Source: an optimization exercise on an open RTL-to-GDS flow (aim: small area and a short achievable clock period). Production flows keep margins and buffers that such runs may drop.
Only simulation tests tie the RTL to the original design; equivalence was not proved.

## flow/design.v (module list and top-level ports; edited modules follow where they fit)
// module vec_fma: 2662 lines
module vec_fma (
    input  wire        clk,
    input  wire        rst,
    input  wire        in_valid,
    input  wire [31:0] in_a,
    input  wire [31:0] in_b,
    input  wire [31:0] in_c,
    output reg         out_valid,
    output reg  [31:0] out_r
);
  // ...
==> flow/flow/run.sh <==
#!/bin/bash
# Standard ORFS layout; repair_timing aims for a setup slack of at least
# 18.95 ns at the design's clock period.
set -euo pipefail
bash standard.sh SETUP_SLACK_MARGIN=18.95  finish > standard.log 2>&1
==> flow/standard.sh <==
#!/bin/bash
# synth_recipe.tcl (not shown) runs the flow's synth.tcl, then flattens the netlist and writes it again
# the make line also repeats each setting of config.mk as NAME=value (left out here)
make -C /OpenROAD-flow-scripts/flow DESIGN_CONFIG=/design/flow/config.mk WORK_HOME=/design/flow/orfs CLKGATE_MAP_FILE= SYNTH_SCRIPT=/design/flow/synth_recipe.tcl "${@:-finish}"
==> flow/config.mk <==
export PLATFORM = sky130hd
export DESIGN_NAME = vec_fma
export DESIGN_NICKNAME = vec_fma
export VERILOG_FILES = /design/flow/design.v
export SDC_FILE = /design/flow/constraint.sdc
export NUM_CORES = 4
export LEC_CHECK = 0
export ABC_AREA = 1
export CAP_MARGIN = 20
export CORE_MARGIN = 2
export CORE_UTILIZATION = 40
export SLEW_MARGIN = 20
==> flow/constraint.sdc <==
create_clock -name core_clock -period 25.0 [get_ports {clk}]
set_input_delay 5.0000 -clock core_clock [delete_from_list [all_inputs] [get_ports {clk}]]
set_output_delay 5.0000 -clock core_clock [all_outputs]
set_load 0.01 [all_outputs]
==> impl_results.md, run 1 <==
- Top reg by flops: s2_mag
- Resized Gates After CTS: 323
- Initial core utilization: ~40%
- Multi-input gate area: 30,700 sq um
- Worst path max stage delay: between 0.3 and 0.4 ns
- Die height: approximately 320 microns
- Vias: approximately 43k
- Routability cong.: 1.07
- Worst setup margin: 18.93 ns
- Buffering overhead: 7.55%
- WP depth: 1
- Invs w/o clock: between 800 and 900
- Cell row count: 117
- Met1 Wirelength: 68.5 mm
- Drt pass-1 iters: 6
- Setup Buffers After CTS: 55
- Latest clock arrival within the worst-skew pair: roughly 0.66 ns
- Root buffer cell: clkbuf_16
- Cts-stage hold buffer count: 0
- Vias per cell: 5.73
- Post-Synth Simple-Gate Area: ~29%
- Worst hold slack: 0.326 ns
- Status: timing/DRC/antenna clean
- Area growth syn-to-layout: 17.0%
- H-Tree Depth: 2
- Routed wl met3: 15.7 mm
- Synth area leader: dfxtp_1
==> inputs of run 2 (changes only) <==
--- a/flow/design.v
+++ b/flow/design.v
@@ -2630,31 +2630,136 @@
     wire sh2344 = lz[0] ? sh2315 : sh2316;
     wire sh2345 = lz[0] ? sh2316 : sh2317;
     wire sh2346 = lz[0] ? sh2317 : sh2318;
     wire sh2347 = lz[0] ? sh2318 : sh2319;
     wire sh2348 = lz[0] ? sh2319 : sh2320;
     wire [24:0] norm = {sh2348, sh2347, sh2346, sh2345, sh2344, sh2343, sh2342, sh2341, sh2340, sh2339, sh2338, sh2337, sh2336, sh2335, sh2334, sh2333, sh2332, sh2331, sh2330, sh2329, sh2328, sh2327, sh2326, sh2325, sh2324};
     wire norm_st = st2323;
     wire         is_sub = ~norm[24];
-    wire signed [10:0] e_full = $signed({2'd0, s2_em1}) + 11'sd1 - $signed({4'd0, lz});
-    wire [7:0]   e_pack = is_sub ? 8'd0 : e_full[7:0];
-    wire         ovf = ~is_sub & (e_full > 11'sd254);
+    wire [7:0]   e2 = s2_em1[7:0] + 8'd2;
+    wire [7:0]   e3 = s2_em1[7:0] + 8'd3;
+    wire signed [10:0] thr = $signed({2'd0, s2_em1}) - 11'sd254;
+    wire         ovf = ~is_sub & ~thr[10] & ($signed({4'd0, lz}) <= thr);
+    wire [7:0]   nlz = {1'b1, ~lz};
+    wire g2349 = e2[0] & nlz[0];
+    wire g2350 = e2[1] & nlz[1];
+    wire g2351 = e2[2] & nlz[2];
+    wire g2352 = e2[3] & nlz[3];
+    wire g2353 = e2[4] & nlz[4];
+    wire g2354 = e2[5] & nlz[5];
+    wire g2355 = e2[6] & nlz[6];
+    wire g2356 = e2[7] & nlz[7];
+    wire p2357 = e2[0] ^ nlz[0];
+    wire p2358 = e2[1] ^ nlz[1];
+    wire p2359 = e2[2] ^ nlz[2];
+    wire p2360 = e2[3] ^ nlz[3];
+    wire p2361 = e2[4] ^ nlz[4];
+    wire p2362 = e2[5] ^ nlz[5];
+    wire p2363 = e2[6] ^ nlz[6];
+    wire p2364 = e2[7] ^ nlz[7];
+    wire pg2365 = g2350 | (p2358 & g2349);
+    wire pp2366 = p2358 & p2357;
+    wire pg2367 = g2352 | (p2360 & g2351);
+    wire pp2368 = p2360 & p2359;
+    wire pg2369 = g2354 | (p2362 & g2353);
+    wire pp2370 = p2362 & p2361;
+    wire pg2371 = g2356 | (p2364 & g2355);
+    wire pp2372 = p2364 & p2363;
+    wire pg2373 = g2351 | (p2359 & pg2365);
+    wire pp2374 = p2359 & pp2366;
+    wire pg2375 = pg2367 | (pp2368 & pg2365);
+    wire pp2376 = pp2368 & pp2366;
+    wire pg2377 = g2355 | (p2363 & pg2369);
+    wire pp2378 = p2363 & pp2370;
+    wire pg2379 = pg2371 | (pp2372 & pg2369);
+    wire pp2380 = pp2372 & pp2370;
+    wire pg2381 = g2353 | (p2361 & pg2375);
+    wire pp2382 = p2361 & pp2376;
+    wire pg2383 = pg2369 | (pp2370 & pg2375);
+    wire pp2384 = pp2370 & pp2376;
+    wire pg2385 = pg2377 | (pp2378 & pg2375);
+    wire pp2386 = pp2378 & pp2376;
+    wire pg2387 = pg2379 | (pp2380 & pg2375);
+    wire pp2388 = pp2380 & pp2376;
+    wire [7:0] e_lo;
+    assign e_lo[0] = p2357;
+    assign e_lo[1] = p2358 ^ g2349;
+    assign e_lo[2] = p2359 ^ pg2365;
+    assign e_lo[3] = p2360 ^ pg2373;
+    assign e_lo[4] = p2361 ^ pg2375;
+    assign e_lo[5] = p2362 ^ pg2381;
+    assign e_lo[6] = p2363 ^ pg2383;
+    assign e_lo[7] = p2364 ^ pg2385;
+    wire g2389 = e3[0] & nlz[0];
+    wire g2390 = e3[1] & nlz[1];
+    wire g2391 = e3[2] & nlz[2];
+    wire g2392 = e3[3] & nlz[3];
+    wire g2393 = e3[4] & nlz[4];
+    wire g2394 = e3[5] & nlz[5];
+    wire g2395 = e3[6] & nlz[6];
+    wire g2396 = e3[7] & nlz[7];
+    wire p2397 = e3[0] ^ nlz[0];
+    wire p2398 = e3[1] ^ nlz[1];
+    wire p2399 = e3[2] ^ nlz[2];
+    wire p2400 = e3[3] ^ nlz[3];
+    wire p2401 = e3[4] ^ nlz[4];
+    wire p2402 = e3[5] ^ nlz[5];
+    wire p2403 = e3[6] ^ nlz[6];
+    wire p2404 = e3[7] ^ nlz[7];
+    wire pg2405 = g2390 | (p2398 & g2389);
+    wire pp2406 = p2398 & p2397;
+    wire pg2407 = g2392 | (p2400 & g2391);
+    wire pp2408 = p2400 & p2399;
+    wire pg2409 = g2394 | (p2402 & g2393);
+    wire pp2410 = p2402 & p2401;
+    wire pg2411 = g2396 | (p2404 & g2395);
+    wire pp2412 = p2404 & p2403;
+    wire pg2413 = g2391 | (p2399 & pg2405);
+    wire pp2414 = p2399 & pp2406;
+    wire pg2415 = pg2407 | (pp2408 & pg2405);
+    wire pp2416 = pp2408 & pp2406;
+    wire pg2417 = g2395 | (p2403 & pg2409);
+    wire pp2418 = p2403 & pp2410;
+    wire pg2419 = pg2411 | (pp2412 & pg2409);
+    wire pp2420 = pp2412 & pp2410;
+    wire pg2421 = g2393 | (p2401 & pg2415);
+    wire pp2422 = p2401 & pp2416;
+    wire pg2423 = pg2409 | (pp2410 & pg2415);
+    wire pp2424 = pp2410 & pp2416;
+    wire pg2425 = pg2417 | (pp2418 & pg2415);
+    wire pp2426 = pp2418 & pp2416;
+    wire pg2427 = pg2419 | (pp2420 & pg2415);
+    wire pp2428 = pp2420 & pp2416;
+    wire [7:0] e_lo1;
+    assign e_lo1[0] = p2397;
+    assign e_lo1[1] = p2398 ^ g2389;
+    assign e_lo1[2] = p2399 ^ pg2405;
+    assign e_lo1[3] = p2400 ^ pg2413;
+    assign e_lo1[4] = p2401 ^ pg2415;
+    assign e_lo1[5] = p2402 ^ pg2421;
+    assign e_lo1[6] = p2403 ^ pg2423;
+    assign e_lo1[7] = p2404 ^ pg2425;
     wire        guard    = norm[0];
     wire        round_up = guard & (norm_st | norm[1]);
-    wire [30:0] rounded  = {e_pack, norm[23:1]} + {30'd0, round_up};
+    wire [22:0] mant     = norm[23:1];
+    wire [22:0] mant_inc = mant + 23'd1;
+    wire        m_carry  = round_up & (&mant);
+    wire [7:0]  e_rnd = is_sub ? {7'd0, m_carry} : (m_carry ? e_lo1 : e_lo);
+    wire        ovf_r = ~is_sub & m_carry & (e_lo == 8'd254);
+    wire [30:0] rounded = {e_rnd, round_up ? mant_inc : mant};
     reg [31:0] result;
     always @(*) begin
         if (s2_spec)
             result = {~s2_nan & s2_sinf, 8'hFF, s2_nan, 22'd0};
         else if (mag_zero)
             result = {s2_zsign, 31'd0};
         else if (s2_kill)
             result = {s2_rsign, 31'd0};
-        else if (ovf || rounded[30:23] == 8'hFF)
+        else if (ovf || ovf_r)
             result = {s2_rsign, 8'hFF, 23'd0};
         else
             result = {s2_rsign, rounded};
     end
     always @(posedge clk) begin
         if (rst) out_valid <= 1'b0;
         else     out_valid <= s2_valid;
         out_r <= result;
==> flow/flow/run.sh (replaced) <==
#!/bin/bash
# Standard ORFS layout; repair_timing aims for a setup slack of at least
# 19 ns at the design's clock period.
set -euo pipefail
bash standard.sh SETUP_SLACK_MARGIN=19  finish > standard.log 2>&1
==> run 2 against run 1 <==
Sequential share of layout area increased by 0.25 points. Design area decreased by 1.5%. Synthesized cell count increased by 0.28%. Setup slack got worse by 0.058 ns. Largest cell class unchanged. First-iteration DRC count decreased by 12%. Still clean on timing, DRC and antenna. Synthesized area decreased by 0.89%.
==> impl_results.md, run 2 <==
- Status: timing/DRC/antenna clean
- Core area: about 100,000 sq um
- Initial core utilization: 40.2% (-0.19 points)
- H-Tree Depth: 2 (unchanged)
- Fin nets: about 6.7k
- First-pass GRT wire length: between 200 and 250 mm
- Most common cell after layout, fill and taps aside: nand2_1
- Avg Inst Size Synth: about 6.8 sq um
- Number of synthesized register bits: between 300 and 400
- Top flop regs: s2_mag: 101 flops, s1_prod: 48 flops
- Yosys cell types: 63
- Total clock sinks: roughly 360
- Critical path's top delay family: flip-flops
- R2r worst-path depth: 26
- Critical Path RT: ~20 ns
- Worst Clk Skew: about 0.049 ns
- Synth top area share: 17.5%
- Worst Min Path Start: s1_sinf$_DFF_P_
- Number of synthesis warnings: 1
- Post-Synth Simple-Gate Area: 26.9% (-1.7 points)
- Drt wl/cell: between 20 and 25 microns
- CTS tree: yes
- Root buffer cell: clkbuf_16
- Area contributors post-synth: dfxtp_1 17%, fa_1 13%, nand2_1 12%
- Synth area leader: dfxtp_1
- Drt pass-1 iters: 8 (+2)
- Worst Hold End: s2_sinf$_DFF_P_
- Worst-path cell chain: buf_6
- Clock Path Buffers: 3
- Seq/Total Area, Yosys: around 17%
- Die X: roughly 320 microns
- Minimum clock period: about 6.1 ns
- Setup slack, reg-to-reg: approximately 19 ns
- Post-synthesis compound-gate area fraction: between 10% and 20%
- Setup violations, final: 0
- Synth Net Count: 6,576
- Cell row count: 117 (unchanged)
- Pre-CTS setup slack: between 15 and 20 ns
- Latest clock arrival within the worst-skew pair: 0.64 ns (-0.02 ns)
- Ports: 132
- Gr ovfl total: 0
- Vias in the first global route: 39.3k
- Top reg by flops: s2_mag
- Synth Flop Type: dfxtp_1
- DRC viols: 0
- Period utilization: 24.5%
- Area growth syn-to-layout: 16.3%
- Vias: 41.8k (-3.2%)
- Post-DRT Antenna Nets: 0
- Die height: 323 microns (-0.44%)
- Routability cong.: 1.05 (-1.4%)
- Final WL: between 150 and 200 mm
- Storage cell area: a little over 7000 sq um
- Adder-Cell Fraction of Synth Area: approximately a fifth
- Port bufs: approximately 130
- Mapped Area: between 40,000 and 50,000 sq um
- Relative max-transition margin: between 30% and 40%
- Critical-path maximum fanout: 1
- Post-DP HPWL: 119 mm
- # fillers: about 10k
- Multi-input gate area: 30,300 sq um (-1.4%)
- Setup crit end kind: primary output
- Hold Path Stages: 0
- Commonest non-fill, non-tap cells in the layout: 1,248 x nand2_1, 763 x inv_1, 554 x nor2_1, 482 x xor2_1, 427 x nand3_1
- Worst-path clk slew: around 0.06 ns
- Worst setup margin: 18.87 ns (-0.0581 ns)
- Max reg flops: 101
- Buf+Inv Stages, Crit Path: 1
- Total CTS buffers: 45
- 1st-iter DRT viols: 4,498
- Vias per cell: 5.54 (-3.3%)
- Post-synthesis mux area share: less than 1%
- Max_cap viols: 0
- # diodes: 0
- Top-count cell post-synth: nand2_1
- Xor/xnor share of the synthesized area: a little under an eighth
- DIE AREA: 105,000 sq um
- Fraction of registers with async set/reset: 0%
- Hold Crit Class: reg2reg
- Share of cells above drive strength 1: 11.4%
- Post-synth EDFFs: 0
- Total GRT Usage: 29.6%
- Worst R2R Start: s0_a[5]$_DFF_P_
- Main combinational cell family by area after synthesis: simple AND/OR/NAND/NOR gates
- Final Hold Fails: 0
- Slew Limit Fails: 0
- Worst path max stage delay: 0.39 ns (+0.06 ns)
- Type of the worst setup path: reg2out
- Post-Synthesis Cells: around 6k
- Worst setup SP type: register
- Crit path arrival time: between 1 and 1.5 ns
- Fmax: 163 MHz
- Unrepaired setup endpoints after global routing: yes
- Largest net degree at the start of global routing: 59
- Commonest cells in the netlist: 1,269 x nand2_1, 801 x inv_1, 589 x nor2_1, 490 x xor2_1, 432 x nand3_1
- Initial antenna violation count: 0
- Total negative slack: 0 ns
- Reg-to-Reg End: s1_prod[45]$_DFF_P_
- Worst-margin pin slew: between 0.9 and 1 ns
- Worst path slowest cell: dfxtp_4
-- run 2: changes by cell type after synthesis, moves of 12 or more --
| cell | previous run | this run |
|---|---|---|
| nor2_1 | 482 | 589 |
| nor4_1 | 60 | 35 |
| inv_1 | 789 | 801 |
| nand2_1 | 1154 | 1269 |
| nor2_2 | 39 | 22 |
| o21ai_0 | 296 | 310 |
| nor2_4 | 29 | 12 |
| clkbuf_1 | 181 | 168 |
| nand4_1 | 117 | 69 |
| nand3_1 | 569 | 432 |
-- run 2: cell families after synthesis --
group           count (synthesis)
compound gates                971
xor+xnor                      527
fa+ha+maj                     456
buf+inv                      1122
flops                         356
mux                            18
simple gates                 2571
-- run 2: repair_timing --
action / CTS / global route
cloned: 19 / 24
buffers inserted: 39 / 89
pin swaps: 7 / 65
hold buffers: 0 / 0
setup endpoints to repair: 222 / 215
gates resized for setup: 293 / 274
-- run 2: layout make-up --
class | count | area share [%]
clock buffers | 54 | 2.53
well taps | 1368 | 3.61
multi-input cells | 4548 | 63.9
repair inverters | 28 | 0.412
flip-flops and latches | 356 | 15.2
repair buffers | 332 | 6.83
inverters | 830 | 6.83
clock inverters | 27 | 0.720
-- run 2: layer usage --
layer | wire (microns) | vias to the layer above | share of wire, % | global-route usage (%)
met2 | 70400 | 2217 | 43 | 46.4
met1 | 64600 | 19300 | 39 | 37.2
met5 | 0 | - | 0 | 0
li1 | - | 19700 | - | -
met3 | 15600 | 574 | 9.5 | 5.53
met4 | 13000 | 0 | 8.0 | 19.5
-- run 2: stage by stage --
step | std cells | cell area [sq um] | utilization (%) | hold WS (ns)
final | 7543 | 47400 | 46.7 | 0.325
after global routing | 7543 | 47400 | 46.7 | 0.332
after CTS | 7430 | 45400 | 44.8 | 0.326
after detailed placement | 7291 | 43000 | 42.4 | 0.322
after global placement | 7291 | 43000 | 42.4 | 0.316
after floorplan | 6021 | 40800 | - | 0.310
-- run 2: worst max-delay path by stage --
stage	start	end	depth (start not counted)
after floorplan	s0_b[1]$_DFF_P_	s1_prod[33]$_DFF_P_	24
after global placement	s1_shc[0]$_SDFF_PP0_	s2_mag[74]$_DFF_P_	33
after detailed placement	s1_shc[0]$_SDFF_PP0_	s2_mag[74]$_DFF_P_	32
after CTS	out_r[22]$_DFF_P_	out_r[22]	1
after global routing	out_r[22]$_DFF_P_	out_r[22]	1
final	out_r[22]$_DFF_P_	out_r[22]	1

-- afterwards: timing with drivers on the ports --
Ports are ideal in the flow. The routed layouts listed here were re-timed in OpenROAD.
Step 1 sets driving cells, clkbuf_16 on the clock port and buf_2 on the other inputs (assumed; they add their load-dependent delay and slew).
Step 2, shift: input delay + t, output delay - t, t = (earliest + latest rising clock arrival at the registers) / 2. This alone moves slack from input paths to output paths.
Slacks: ideal ports / drivers / drivers and shift; pairs: ideal ports / drivers.
| run | t (ns) | slack for setup (ns) | hold WS [ns] | worst setup path at the end | worst register clock-pin slew, ns |
|---|---|---|---|---|---|
| run 1 | 0.703 | 18.926 / 18.859 / 18.440 | 0.326 / 0.326 / 0.326 | input to register | 0.07 / 0.07 |
| run 2 | 0.688 | 18.868 / 18.794 / 18.576 | 0.325 / 0.325 / 0.325 | input to register | 0.07 / 0.07 |
After both steps setup and hold are still met in every run listed. The setup slack of run 1, which loses most, moves by -0.067 ns with the drivers and by -0.486 ns with both steps.
